Background: an optimization exercise with open tools, aiming at small area, a short achievable clock period and few clock cycles per item. Do not read the settings as production practice.
Only simulation tests tie the RTL to the original design; equivalence was not proved.

==> flow/design.v <==
module aes_sbox_p1 (input wire [7:0] a, output wire [3:0] m);
    wire U0 = a[7];
    wire U1 = a[6];
    wire U2 = a[5];
    wire U3 = a[4];
    wire U4 = a[3];
    wire U5 = a[2];
    wire U6 = a[1];
    wire U7 = a[0];
    wire T1 = U0 ^ U3;
    wire T2 = U0 ^ U5;
    wire T3 = U0 ^ U6;
    wire T4 = U3 ^ U5;
    wire T5 = U4 ^ U6;
    wire T6 = T1 ^ T5;
    wire T7 = U1 ^ U2;
    wire T8 = U7 ^ T6;
    wire T9 = U7 ^ T7;
    wire T10 = T6 ^ T7;
    wire T11 = U1 ^ U5;
    wire T12 = U2 ^ U5;
    wire T13 = T3 ^ T4;
    wire T14 = T6 ^ T11;
    wire T15 = T5 ^ T11;
    wire T16 = T5 ^ T12;
    wire T17 = T9 ^ T16;
    wire T18 = U3 ^ U7;
    wire T19 = T7 ^ T18;
    wire T20 = T1 ^ T19;
    wire T21 = U6 ^ U7;
    wire T22 = T7 ^ T21;
    wire T23 = T2 ^ T22;
    wire T24 = T2 ^ T10;
    wire T25 = T20 ^ T17;
    wire T26 = T3 ^ T16;
    wire T27 = T1 ^ T12;
    wire M1 = T13 & T6;
    wire M2 = T23 & T8;
    wire M3 = T14 ^ M1;
    wire M4 = T19 & U7;
    wire M5 = M4 ^ M1;
    wire M6 = T3 & T16;
    wire M7 = T22 & T9;
    wire M8 = T26 ^ M6;
    wire M9 = T20 & T17;
    wire M10 = M9 ^ M6;
    wire M11 = T1 & T15;
    wire M12 = T4 & T27;
    wire M13 = M12 ^ M11;
    wire M14 = T2 & T10;
    wire M15 = M14 ^ M11;
    wire M16 = M3 ^ M2;
    wire M17 = M5 ^ T24;
    wire M18 = M8 ^ M7;
    wire M19 = M10 ^ M15;
    wire M20 = M16 ^ M13;
    wire M21 = M17 ^ M15;
    wire M22 = M18 ^ M13;
    wire M23 = M19 ^ T25;
    wire M24 = M22 ^ M23;
    wire M25 = M22 & M20;
    wire M26 = M21 ^ M25;
    wire M27 = M20 ^ M21;
    wire M28 = M23 ^ M25;
    wire M29 = M28 & M27;
    wire M30 = M26 & M24;
    wire M31 = M20 & M23;
    wire M32 = M27 & M31;
    wire M33 = M27 ^ M25;
    wire M34 = M21 & M22;
    wire M35 = M24 & M34;
    wire M36 = M24 ^ M25;
    wire M37 = M21 ^ M29;
    wire M38 = M32 ^ M33;
    wire M39 = M23 ^ M30;
    wire M40 = M35 ^ M36;
    assign m = {M37, M38, M39, M40};
endmodule
module aes_sbox_p2 (input wire [7:0] a, input wire [3:0] m, output wire [7:0] y);
    wire U0 = a[7];
    wire U1 = a[6];
    wire U2 = a[5];
    wire U3 = a[4];
    wire U4 = a[3];
    wire U5 = a[2];
    wire U6 = a[1];
    wire U7 = a[0];
    wire M37 = m[3];
    wire M38 = m[2];
    wire M39 = m[1];
    wire M40 = m[0];
    wire T1 = U0 ^ U3;
    wire T2 = U0 ^ U5;
    wire T3 = U0 ^ U6;
    wire T4 = U3 ^ U5;
    wire T5 = U4 ^ U6;
    wire T6 = T1 ^ T5;
    wire T7 = U1 ^ U2;
    wire T8 = U7 ^ T6;
    wire T9 = U7 ^ T7;
    wire T10 = T6 ^ T7;
    wire T11 = U1 ^ U5;
    wire T12 = U2 ^ U5;
    wire T13 = T3 ^ T4;
    wire T15 = T5 ^ T11;
    wire T16 = T5 ^ T12;
    wire T17 = T9 ^ T16;
    wire T18 = U3 ^ U7;
    wire T19 = T7 ^ T18;
    wire T20 = T1 ^ T19;
    wire T21 = U6 ^ U7;
    wire T22 = T7 ^ T21;
    wire T23 = T2 ^ T22;
    wire T27 = T1 ^ T12;
    wire M41 = M38 ^ M40;
    wire M42 = M37 ^ M39;
    wire M43 = M37 ^ M38;
    wire M44 = M39 ^ M40;
    wire M45 = M42 ^ M41;
    wire M46 = M44 & T6;
    wire M47 = M40 & T8;
    wire M48 = M39 & U7;
    wire M49 = M43 & T16;
    wire M50 = M38 & T9;
    wire M51 = M37 & T17;
    wire M52 = M42 & T15;
    wire M53 = M45 & T27;
    wire M54 = M41 & T10;
    wire M55 = M44 & T13;
    wire M56 = M40 & T23;
    wire M57 = M39 & T19;
    wire M58 = M43 & T3;
    wire M59 = M38 & T22;
    wire M60 = M37 & T20;
    wire M61 = M42 & T1;
    wire M62 = M45 & T4;
    wire M63 = M41 & T2;
    wire L0 = M61 ^ M62;
    wire L1 = M50 ^ M56;
    wire L2 = M46 ^ M48;
    wire L3 = M47 ^ M55;
    wire L4 = M54 ^ M58;
    wire L5 = M49 ^ M61;
    wire L6 = M62 ^ L5;
    wire L7 = M46 ^ L3;
    wire L8 = M51 ^ M59;
    wire L9 = M52 ^ M53;
    wire L10 = M53 ^ L4;
    wire L11 = M60 ^ L2;
    wire L12 = M48 ^ M51;
    wire L13 = M50 ^ L0;
    wire L14 = M52 ^ M61;
    wire L15 = M55 ^ L1;
    wire L16 = M56 ^ L0;
    wire L17 = M57 ^ L1;
    wire L18 = M58 ^ L8;
    wire L19 = M63 ^ L4;
    wire L20 = L0 ^ L1;
    wire L21 = L1 ^ L7;
    wire L22 = L3 ^ L12;
    wire L23 = L18 ^ L2;
    wire L24 = L15 ^ L9;
    wire L25 = L6 ^ L10;
    wire L26 = L7 ^ L9;
    wire L27 = L8 ^ L10;
    wire L28 = L11 ^ L14;
    wire L29 = L11 ^ L17;
    wire S0 = L6 ^ L24;
    wire S1 = ~(L16 ^ L26);
    wire S2 = ~(L19 ^ L28);
    wire S3 = L6 ^ L21;
    wire S4 = L20 ^ L22;
    wire S5 = L25 ^ L29;
    wire S6 = ~(L13 ^ L27);
    wire S7 = ~(L6 ^ L23);
    assign y = {S0, S1, S2, S3, S4, S5, S6, S7};
endmodule
module aes_core (
    input  wire         clk,
    input  wire         rst,         
    input  wire         in_valid,
    output wire         in_ready,
    input  wire         in_aes256,   
    input  wire [255:0] in_key,
    input  wire [127:0] in_block,
    output wire         out_valid,
    input  wire         out_ready,
    output wire [127:0] out_block
);
    reg          rdy;            
    reg          ov;             
    reg  [127:0] ob;
    reg  [127:0] X;              
    reg  [255:0] KX;             
    reg          xv;             
    reg          x256;
    reg  [3:0]   xr;             
    reg          xh;             
    reg          xw;             
    reg  [127:0] PU;             
    reg  [63:0]  PM;             
    reg  [255:0] KP;
    reg  [15:0]  KPM;
    reg          pv;
    reg          p256;
    reg  [3:0]   pr;
    reg          ph;
    reg          pw;
    assign in_ready  = rdy;
    assign out_valid = ov;
    assign out_block = ob;
    genvar i, c;
    wire [63:0] pm_d;
    generate
        for (i = 0; i < 16; i = i + 1) begin : g_s1
            aes_sbox_p1 u_sb1 (.a(X[127 - 8*i -: 8]), .m(pm_d[63 - 4*i -: 4]));
        end
    endgenerate
    wire [31:0] ksub_x = x256 ? KX[31:0] : KX[159:128];
    wire [15:0] kpm_d;
    generate
        for (i = 0; i < 4; i = i + 1) begin : g_k1
            aes_sbox_p1 u_kb1 (.a(ksub_x[31 - 8*i -: 8]), .m(kpm_d[15 - 4*i -: 4]));
        end
    endgenerate
    wire [7:0] sb [0:15];    
    wire [7:0] sr [0:15];    
    wire [7:0] mc [0:15];    
    generate
        for (i = 0; i < 16; i = i + 1) begin : g_s2
            aes_sbox_p2 u_sb2 (.a(PU[127 - 8*i -: 8]), .m(PM[63 - 4*i -: 4]), .y(sb[i]));
        end
        for (c = 0; c < 4; c = c + 1) begin : g_col
            assign sr[4*c + 0] = sb[((c + 0) % 4) * 4 + 0];
            assign sr[4*c + 1] = sb[((c + 1) % 4) * 4 + 1];
            assign sr[4*c + 2] = sb[((c + 2) % 4) * 4 + 2];
            assign sr[4*c + 3] = sb[((c + 3) % 4) * 4 + 3];
            wire [7:0] a0 = sr[4*c + 0];
            wire [7:0] a1 = sr[4*c + 1];
            wire [7:0] a2 = sr[4*c + 2];
            wire [7:0] a3 = sr[4*c + 3];
            wire [7:0] x0 = {a0[6:0], 1'b0} ^ (a0[7] ? 8'h1b : 8'h00);
            wire [7:0] x1 = {a1[6:0], 1'b0} ^ (a1[7] ? 8'h1b : 8'h00);
            wire [7:0] x2 = {a2[6:0], 1'b0} ^ (a2[7] ? 8'h1b : 8'h00);
            wire [7:0] x3 = {a3[6:0], 1'b0} ^ (a3[7] ? 8'h1b : 8'h00);
            assign mc[4*c + 0] = x0 ^ (x1 ^ a1) ^ a2 ^ a3;
            assign mc[4*c + 1] = a0 ^ x1 ^ (x2 ^ a2) ^ a3;
            assign mc[4*c + 2] = a0 ^ a1 ^ x2 ^ (x3 ^ a3);
            assign mc[4*c + 3] = (x0 ^ a0) ^ a1 ^ a2 ^ x3;
        end
    endgenerate
    wire [127:0] sr_flat;
    wire [127:0] mc_flat;
    generate
        for (i = 0; i < 16; i = i + 1) begin : g_flat
            assign sr_flat[127 - 8*i -: 8] = sr[i];
            assign mc_flat[127 - 8*i -: 8] = mc[i];
        end
    endgenerate
    wire [31:0] ksub_p = p256 ? KP[31:0] : KP[159:128];
    wire [31:0] sub_out;
    generate
        for (i = 0; i < 4; i = i + 1) begin : g_k2
            aes_sbox_p2 u_kb2 (.a(ksub_p[31 - 8*i -: 8]), .m(KPM[15 - 4*i -: 4]),
                               .y(sub_out[31 - 8*i -: 8]));
        end
    endgenerate
    wire       use_rot = !p256 || pr[0];
    wire [3:0] rc_idx  = p256 ? ((pr + 4'd1) >> 1) : pr;
    reg  [7:0] rcon;
    always @* begin
        case (rc_idx)
            4'd1:    rcon = 8'h01;
            4'd2:    rcon = 8'h02;
            4'd3:    rcon = 8'h04;
            4'd4:    rcon = 8'h08;
            4'd5:    rcon = 8'h10;
            4'd6:    rcon = 8'h20;
            4'd7:    rcon = 8'h40;
            4'd8:    rcon = 8'h80;
            4'd9:    rcon = 8'h1b;
            4'd10:   rcon = 8'h36;
            default: rcon = 8'h00;
        endcase
    end
    wire [31:0] temp = use_rot ? ({sub_out[23:0], sub_out[31:24]} ^ {rcon, 24'h000000})
                               : sub_out;
    wire [31:0] pf0 = KP[255:224];
    wire [31:0] pf1 = KP[255:224] ^ KP[223:192];
    wire [31:0] pf2 = pf1 ^ KP[191:160];
    wire [31:0] pf3 = pf1 ^ (KP[191:160] ^ KP[159:128]);
    wire [127:0] new_key = {pf0 ^ temp, pf1 ^ temp, pf2 ^ temp, pf3 ^ temp};
    wire [127:0] round_key = p256 ? KP[127:0] : new_key;
    wire [127:0] fin_d = sr_flat ^ round_key;    
    wire [127:0] nxt_d = mc_flat ^ round_key;    
    wire plast  = (pr == (p256 ? 4'd14 : 4'd10));    
    wire go_out = pv && plast && !ov && !pw;        
    reg       xv_n, x256_n, xh_n, xw_n;
    reg [3:0] xr_n;
    always @* begin
        if (rdy) begin
            xv_n   = in_valid;
            x256_n = in_aes256;
            xr_n   = 4'd1;
            xh_n   = 1'b0;
            xw_n   = xv;             
        end else if (pv && plast) begin
            xv_n   = !go_out;
            x256_n = p256;
            xr_n   = pr;
            xh_n   = 1'b1;
            xw_n   = pw;
        end else begin
            xv_n   = pv;
            x256_n = p256;
            xr_n   = pr + 4'd1;
            xh_n   = 1'b0;
            xw_n   = pw;
        end
        if (rst) xv_n = 1'b0;
    end
    wire pv_n   = xv && !rst;
    wire pw_n   = xw && !go_out;
    wire ov_n   = !rst && (go_out || (ov && !out_ready));
    wire plast_n = (xr == (x256 ? 4'd14 : 4'd10));
    wire rdy_n  = !pv_n || (plast_n && !ov_n && !pw_n);
    always @(posedge clk) begin
        rdy  <= rdy_n;
        ov   <= ov_n;
        xv   <= xv_n;
        x256 <= x256_n;
        xr   <= xr_n;
        xh   <= xh_n;
        xw   <= xw_n;
        pv   <= pv_n;
        p256 <= x256;
        pr   <= xr;
        ph   <= xh;
        pw   <= pw_n;
    end
    always @(posedge clk) begin
        if (go_out)
            ob <= ph ? PU : fin_d;
        if (rdy) begin
            X  <= in_block ^ in_key[255:128];
            KX <= in_key;
        end else begin
            X  <= ph ? PU : (plast ? fin_d : nxt_d);
            KX <= {round_key, new_key};
        end
        PU  <= X;
        PM  <= pm_d;
        KP  <= KX;
        KPM <= kpm_d;
    end
endmodule
==> flow/run.sh <==
#!/bin/bash
# synth_recipe.tcl (not shown) runs the flow's synth.tcl, then flattens the netlist and writes it again
# the make line also repeats each setting of config.mk as NAME=value (left out here)
make -C /OpenROAD-flow-scripts/flow DESIGN_CONFIG=/design/flow/config.mk WORK_HOME=/design/flow/orfs CLKGATE_MAP_FILE= SYNTH_SCRIPT=/design/flow/synth_recipe.tcl finish
==> flow/config.mk <==
export PLATFORM = sky130hd
export DESIGN_NAME = aes_core
export DESIGN_NICKNAME = aes_core
export VERILOG_FILES = /design/flow/design.v
export SDC_FILE = /design/flow/constraint.sdc
export NUM_CORES = 4
export LEC_CHECK = 0
export CAP_MARGIN = 20
export CORE_MARGIN = 2
export CORE_UTILIZATION = 20
export PLACE_DENSITY = 0.3
export SETUP_SLACK_MARGIN = 0.2
export SLEW_MARGIN = 20
==> flow/constraint.sdc <==
create_clock -name core_clock -period 8.5 [get_ports {clk}]
set_input_delay 1.7000 -clock core_clock [delete_from_list [all_inputs] [get_ports {clk}]]
set_output_delay 1.7000 -clock core_clock [all_outputs]
set_load 0.01 [all_outputs]
==> impl_metrics.tcl <==
set metrics [dict create \
    status "no timing/DRC/antenna violations" \
    max-slew-margin-rel 0.138 \
    dieArea_sq_um 364000 \
    cp_num_buf_inv 1 \
    cts_setup_buffers 0 \
    hp-class "reg -> reg" \
    die_height_um 603 \
    final_cell_mix "1718 x xnor2_1, 862 x dfxtp_1, 798 x xor2_1, 798 x nand2_1, 637 x o21ai_0" \
    clkSinkCount 994 \
    antenna_found_initial 32 \
    cpPeakStageDelay_ps 870 \
    design.core.area_sq_um 358000 \
    critPathCaptureType "flip-flop" \
    crit_top_cell "xnor2_1" \
    grt_max_degree 114 \
    netlist_instances 8000 \
    clockBufferDepth 4 \
    fmax_ghz 0.151 \
    clockRootBuffer "clkbuf_16" \
    skew_ps 43.4 \
    avgRoutedWirePerCell_um 27.5 \
    firstDrtPassIters 6 \
    fillerInstances 38600 \
    viasPerCell 4.32 \
    yosys-top-cells-area "dfxtp_1 24%, xnor2_1 21%, xor2_1 9.8%" \
    final_util 0.243 \
    layout.nets 8777 \
    final_area_sq_um 87200 \
    path_cells "inv_4 -> mux2i_1 -> xnor2_1 -> xnor2_1 -> mux2i_1 -> mux2i_2 -> xnor2_1 -> mux2i_1 -> xnor2_2 -> xor3_1 -> xnor2_1 -> o21a_1 -> xnor2_1 -> o21a_1" \
    routed_wl_um 365000 \
    placed_area_sq_um 82300 \
    crit_family "XOR/XNOR gates" \
    crit_slowest_cell "mux2i_1" \
    cp.arrival_ps 7230 \
    areaGrowthSynthToFinish_pct 21.4 \
    cts_resized 0 \
    synth_edf_count 128 \
    hold_viol 0 \
    layout.cells.most_common "xnor2_1" \
    num_rows 220 \
    synthFlopType "dfxtp_1" \
    vias 57200 \
    drive_above_1_share 0.0769 \
    globalplace.congestion 0.866 \
    grt_pass1_wl_um 491000 \
    max_slew.worst_pin.slew_ps 1280 \
    period_needed_ps 6640 \
    synth_top_area_share 0.241 \
    ys_seq_elements 994 \
    htree_levels 4 \
    die_x_um 603 \
    drc 0 \
    maxCapViolCount 0 \
    drv_slew 0 \
    grt_pass1_vias 57400 \
    syn_nets 8435 \
    synth-seq-area-share 0.295 \
    path_class "reg -> reg" \
    totalNegativeSetupSlack_ps 0 \
    ant_nets 0 \
    cts_made_buffers 141 \
    drt-initial-drc-count 3499 \
    required_ps 9090 \
    post-route-period-util 0.782 \
    ys_warn_count 1 \
    synth_cell_types 100 \
    dp_hpwl_um 301000 \
    start_kind "flip-flop" \
    cts-hold-fix-buffers 0 \
    io_pins 519 \
    setup_violations 0 \
    grt_usage 0.194 \
    yosysTopAreaCell "dfxtp_1" \
    clkLatencyLatePin_ps 850 \
    cts_tree "yes" \
    rsz0062_at_grt "false" \
    netlist_area_sq_um 71800 \
    io_buffer_count 518 \
    async_flop_share 0 \
    worstPathMaxFanout 26 \
    initial_utilization 0.200 \
    syn_avg_cell_area_sq_um 8.98 \
    overflow 0 \
    clk_pin_slew_ps 70 \
]
cell type report:
class	instances	area, sq um	share of cell area
diodes	22	55.1	0.000631
clock inverters	50	624	0.00716
repair buffers	628	6080	0.0697
clock buffers	202	4190	0.0480
well taps	4773	5970	0.0685
inverters	117	448	0.00514
multi-input cells	6460	48600	0.558
flip-flops and latches	994	21200	0.243
registers in the layout, summed over array words and instances, names as in the netlist, 4 cells and up:
register	count
pr	4
ob	128
KX	256
X	128
PM	64
KPM	16
KP	256
xr	4
PU	128
stage by stage:
stage | std cells | hold slack (ps) | setup slack [ps]
after floorplan | 8000 | 310 | 2630
after global placement | 13000 | 311 | 1400
after detailed placement | 13000 | 312 | 1790
after CTS | 13200 | 310 | 1760
after global routing | 13200 | 327 | 1510
final | 13200 | 311 | 1860
path summary, 6_finish.rpt:
check                  startpoint                to  slack, ps  cells past startpoint
hold reg to reg   KX[110]$_DFF_P_   KP[110]$_DFF_P_        310                      0
setup / recovery     p256$_DFF_P_  ob[30]$_DFFE_PP_       1860                     14
setup reg to reg     p256$_DFF_P_  ob[30]$_DFFE_PP_       1860                     14
hold / removal    KX[110]$_DFF_P_   KP[110]$_DFF_P_        310                      0
cells in the mapped netlist, types with 97 or more instances:
cell      number
inv_1        115
xnor2_1     1740
clkbuf_1     296
nand2_1      799
mux2_2       170
xor2_1       803
xnor3_1      139
dfxtp_1      866
a21oi_1      351
edfxtp_1     128
buf_2         97
mux2i_1      220
o21ai_0      638
nor2_1       565
cell families after synthesis:
logic type               synth area share
adder cells (fa/ha/maj)           0.00801
buffers and inverters              0.0311
AO/OA/AOI/OAI                       0.118
flip-flops                          0.295
AND/OR/NAND/NOR                     0.107
XOR/XNOR                            0.377
multiplexers                       0.0640
routing by layer:
metal,track usage,wire length [um]
met1,0.251,163000
met2,0.341,178000
met3,0.0168,11200
met4,0.0601,12300
met5,0,0
Testbench counts, summed over its fixed seeds: cycles 23,660, blocks 1,920.

[what the ideal ports hide]
In the flow no input, the clock included, has a driving cell. The finished layout below was timed again as built, in two steps.
Step 1: set_driving_cell puts a clkbuf_16 on clk and a buf_2 on each other input, an assumption about the parent block.
Step 2 also shifts input and output timing later by t, the mid clock arrival at the registers, as if the neighbouring blocks saw the same clock.
a / b / c = ideal / step 1 / step 2; a / b = the first two.
t, ns: 0.934
setup WS [ns]: 1.856 / 1.856 / 1.856
worst slew at a driven data input, ns: 0.13
cell pins on the clock port's net: 1
After both steps setup and hold are still met in this run. The setup slack of this run moves by 0.000 ns with the drivers and by 0.000 ns with both steps.
